This design comes from an exercise in tuning for small area on the open sky130 flow, not from production work. In this exercise RTL edits were held to simulation tests only and were not proved equivalent to the original. Power is estimated from default activity; no workload was simulated.

Setup of run 1:
Design yx_cvt32, start of the top module:
module yx_cvt32(clk, rst, in_valid, in_bits, in_code, in_ftz, in_sat, out_valid, out_bits, out_sat, out_flush);
Settings: LEC_CHECK=0, ABC_AREA=1, CAP_MARGIN=10, CORE_MARGIN=2, CORE_UTILIZATION=40, CTS_BUF_LIST=sky130_fd_sc_hd__clkbuf_8, GPL_TIMING_DRIVEN=0, SLEW_MARGIN=10; clock period 16.0 ns.
standard.sh (not shown) runs the stock make flow with config.mk's settings and CLKGATE_MAP_FILE= SYNTH_SCRIPT=/design/flow/synth_recipe.tcl, a recipe that flattens the netlist after the stock synthesis.
==> flow/flow/run.sh <==
#!/bin/bash
# The standard layout (bash standard.sh, the standard flow's own ORFS run) with these
# changes to how cells are chosen:
#  - the smallest buffer on every input and output port, not the one ORFS picks;
#  - the buffers ABC put in at synthesis are removed at floorplan (ORFS's
#    REMOVE_ABC_BUFFERS) instead of a timing repair there;
#  - after floorplan, flow/post_floorplan.tcl re-maps the combinational logic
#    for area (OpenROAD's restructure) and swaps any cell still sized up for
#    the smallest of the same function; the later repair steps size up again
#    wherever slew or timing needs it.
# Each tool's full output stays in orfs/logs/; make's own output goes to make.log.
set -euo pipefail
here=$(pwd)
export BUFFER_PORTS_ARGS="-buffer_cell sky130_fd_sc_hd__buf_1"
export REMOVE_ABC_BUFFERS=1
export POST_FLOORPLAN_TCL="$here/flow/post_floorplan.tcl"
# CTS as ORFS runs it, without the dummy loads it adds to balance the tree
export CTS_ARGS="-sink_clustering_enable -repair_clock_nets -buf_list sky130_fd_sc_hd__clkbuf_8 -dont_use_dummy_load"
bash standard.sh > make.log 2>&1
Other scripts of this flow, unchanged in this note and not shown: flow/flow/downsize.tcl, flow/flow/filter_lib.py, flow/flow/post_floorplan.tcl
Run 1 ran to completion and came out clean on the timing, DRC and antenna checks.
The inputs of run 2 differ from those of run 1 as listed below.
- SLEW_MARGIN now 0, was 10
- CAP_MARGIN now 0, was 10
-- flow/flow/run.sh --
<<< run 1, line 18
export CTS_ARGS="-sink_clustering_enable -repair_clock_nets -buf_list sky130_fd_sc_hd__clkbuf_8 -dont_use_dummy_load"
>>> run 2, line 18
export CTS_ARGS="-sink_clustering_enable -repair_clock_nets -buf_list sky130_fd_sc_hd__clkbuf_4 -root_buf sky130_fd_sc_hd__clkbuf_8 -sink_clustering_size 10 -dont_use_dummy_load"
==> comparison <==
Summary of run 2 over run 1: synthesized area saw little to no change, routing usage on met3 saw little to no change, fraction of layout cells with a size suffix above 1 saw a decrease, combinational cell fraction of total power saw a decrease, fmax saw an increase. Proportion of cell area occupied by registers: run 2 vs run 1 — no meaningful difference. When run 2 is set beside run 1, its worst setup slack turns out to be 0.14 ns larger. Where post-layout instance area is concerned, run 1 is outperformed by run 2. Diff run 1..run 2 | maximum count of clock buffers along a single path | unchanged. Run 2: full flow OK, the timing, DRC and antenna checks passed.
Input changes introduced in run 3 (baseline for comparison: run 2):
- SLEW_MARGIN: 0 -> 20
- CAP_MARGIN: 0 -> 20
-- flow/flow/run.sh --
<<< run 2, line 17
# CTS as ORFS runs it, without the dummy loads it adds to balance the tree
export CTS_ARGS="-sink_clustering_enable -repair_clock_nets -buf_list sky130_fd_sc_hd__clkbuf_4 -root_buf sky130_fd_sc_hd__clkbuf_8 -sink_clustering_size 10 -dont_use_dummy_load"
>>> run 3, line 17
==> notes.md <==
- Having completed the whole flow, run 3 delivered a layout that passed the timing, DRC and antenna checks.
- Endpoint required time on the critical path: run 3 > run 2
- Of the two candidates, run 2 has the better minimum period implied by the final worst setup slack and run 3 the worse one.
- Lower final instance count without filler cells goes to run 2 over run 3.
- Between run 3 and run 2, delay contributed by the slowest stage of the critical path is higher for run 3, run 2 comes in under that.
- Design area is lower on run 2
- On core utilization: between run 3 and run 2, it ends up higher for run 3.

yx_cvt32, a different RTL version from the one above (not shown whole).
Size: roughly 940 cells after synthesis, about 35 flip-flops, ~76 I/O pins, ~0.0053 sq mm of cells after synthesis.
==> flow/design.v (excerpt) <==
module yx_cvt32(clk, rst, in_valid, in_bits, in_code, in_ftz, in_sat, out_valid, out_bits, out_sat, out_flush);
Settings: LEC_CHECK=0, ABC_AREA=1, CAP_MARGIN=20, CORE_MARGIN=2, CORE_UTILIZATION=40, SLEW_MARGIN=20; clock period 16.0 ns.
run.sh (not shown) runs the stock make flow with config.mk's settings and CLKGATE_MAP_FILE= SYNTH_SCRIPT=/design/flow/synth_recipe.tcl, a recipe that flattens the netlist after the stock synthesis.
Stock flow here: none of the scripts above is used.
Then changed:
==> flow/flow/run.sh (new file) <==
#!/bin/bash
# The standard layout (bash standard.sh, the standard flow's own ORFS run) with three
# changes to how cells are chosen:
#  - the smallest buffer on every input and output port, not the one ORFS picks;
#  - the buffers ABC put in at synthesis are removed at floorplan (ORFS's
#    REMOVE_ABC_BUFFERS) instead of a timing repair there;
#  - after floorplan, flow/downsize.tcl swaps the cells ABC sized up for the
#    smallest cell of the same function; the later repair steps size up again
#    wherever slew or timing needs it.
# Each tool's full output stays in orfs/logs/; make's own output goes to make.log.
set -euo pipefail
here=$(pwd)
export BUFFER_PORTS_ARGS="-buffer_cell sky130_fd_sc_hd__buf_1"
export REMOVE_ABC_BUFFERS=1
export POST_FLOORPLAN_TCL="$here/flow/downsize.tcl"
bash standard.sh > make.log 2>&1
==> flow/flow/downsize.tcl (new file) <==
# Swap each combinational cell that synthesis sized up for the smallest cell
# of the same function (same name up to the drive-strength suffix) that the
# flow may use; the later repair steps size cells up again where timing or
# slew needs it. Registers, tie cells and tap cells are left alone.
set block [ord::get_db_block]
set db [ord::get_db]
set dont_use {}
if { [info exists ::env(DONT_USE_CELLS)] } { set dont_use $::env(DONT_USE_CELLS) }
array set best {}
foreach lib [$db getLibs] {
  foreach m [$lib getMasters] {
    set n [$m getName]
    if { ![regexp {^(sky130_fd_sc_hd__[a-z0-9]+)_([0-9]+)$} $n -> base drv] } { continue }
    if { [lsearch -exact $dont_use $n] >= 0 } { continue }
    if { [llength [get_lib_cells */$n]] == 0 } { continue }
    set a [expr { [$m getWidth] * [$m getHeight] }]
    if { ![info exists best($base)] || $a < [lindex $best($base) 1] } {
      set best($base) [list $n $a]
    }
  }
}
set swapped 0
foreach inst [$block getInsts] {
  set n [[$inst getMaster] getName]
  if { ![regexp {^(sky130_fd_sc_hd__[a-z0-9]+)_([0-9]+)$} $n -> base drv] } { continue }
  if { [regexp {__(df|dl|sdf|conb|tap|fill|decap|diode|clk)} $n] } { continue }
  if { ![info exists best($base)] } { continue }
  set to [lindex $best($base) 0]
  if { $to ne $n } {
    replace_cell [$inst getName] $to
    incr swapped
  }
}
puts "downsize: swapped $swapped cells for smaller ones of the same function"
==> flow/standard.sh (new file) <==
#!/bin/bash
# synth_recipe.tcl (not shown) runs the flow's synth.tcl, then flattens the netlist and writes it again
# the make line also repeats each setting of config.mk as NAME=value (left out here)
make -C /OpenROAD-flow-scripts/flow DESIGN_CONFIG=/design/flow/config.mk WORK_HOME=/design/flow/orfs CLKGATE_MAP_FILE= SYNTH_SCRIPT=/design/flow/synth_recipe.tcl "${@:-finish}"
- CTS_BUF_LIST: unset -> sky130_fd_sc_hd__clkbuf_4
removed: flow/run.sh
Effect: First-iteration DRC count is higher by 22%. Non-clock buffer count rises by 3. Total power drops by 16%. Setup slack is worse by 0.18 ns. Synthesized area stays the same. Fmax is lower by 1.3%. Final area drops by 13%. Routed wire length falls by 8.3%.

-- separate check: timing with driven ports --
No port has a modelled driver above. Below, the same layouts with a new extraction and two added sets of constraints. Step 1: set_driving_cell puts a clkbuf_16 on clk and a buf_2 on each other input, an assumption about the parent block. Step 2 times the ports against the registers' clock, not the clock port: input delays grow and output delays shrink by t, the midpoint of the rising clock arrivals with the driver on. Three values: ideal, step 1, step 2; two values: the first two.
| run | shift t [ns] | slack for setup (ns) | hold slack, ns | worst data-port slew with drivers (ns) |
|---|---|---|---|---|
| run 1 | 0.315 | 1.295 / 1.306 / 0.991 | 3.061 / 3.050 / 3.365 | 0.04 |
| run 2 | 0.312 | 1.432 / 1.440 / 1.128 | 3.066 / 3.057 / 3.369 | 0.04 |
| run 3 | 0.321 | 1.144 / 1.153 / 0.833 | 3.051 / 3.040 / 3.361 | 0.04 |
| the first run of note 2 | 0.329 | 2.557 / 2.575 / 2.246 | 3.435 / 3.414 / 3.743 | 0.04 |
| the second run of note 2 | 0.382 | 2.381 / 2.386 / 2.005 | 2.970 / 2.962 / 3.343 | 0.03 |
After both steps setup and hold are still met in every run listed. The setup slack of the second run of note 2, which loses most, moves by +0.005 ns with the drivers and by -0.376 ns with both steps.
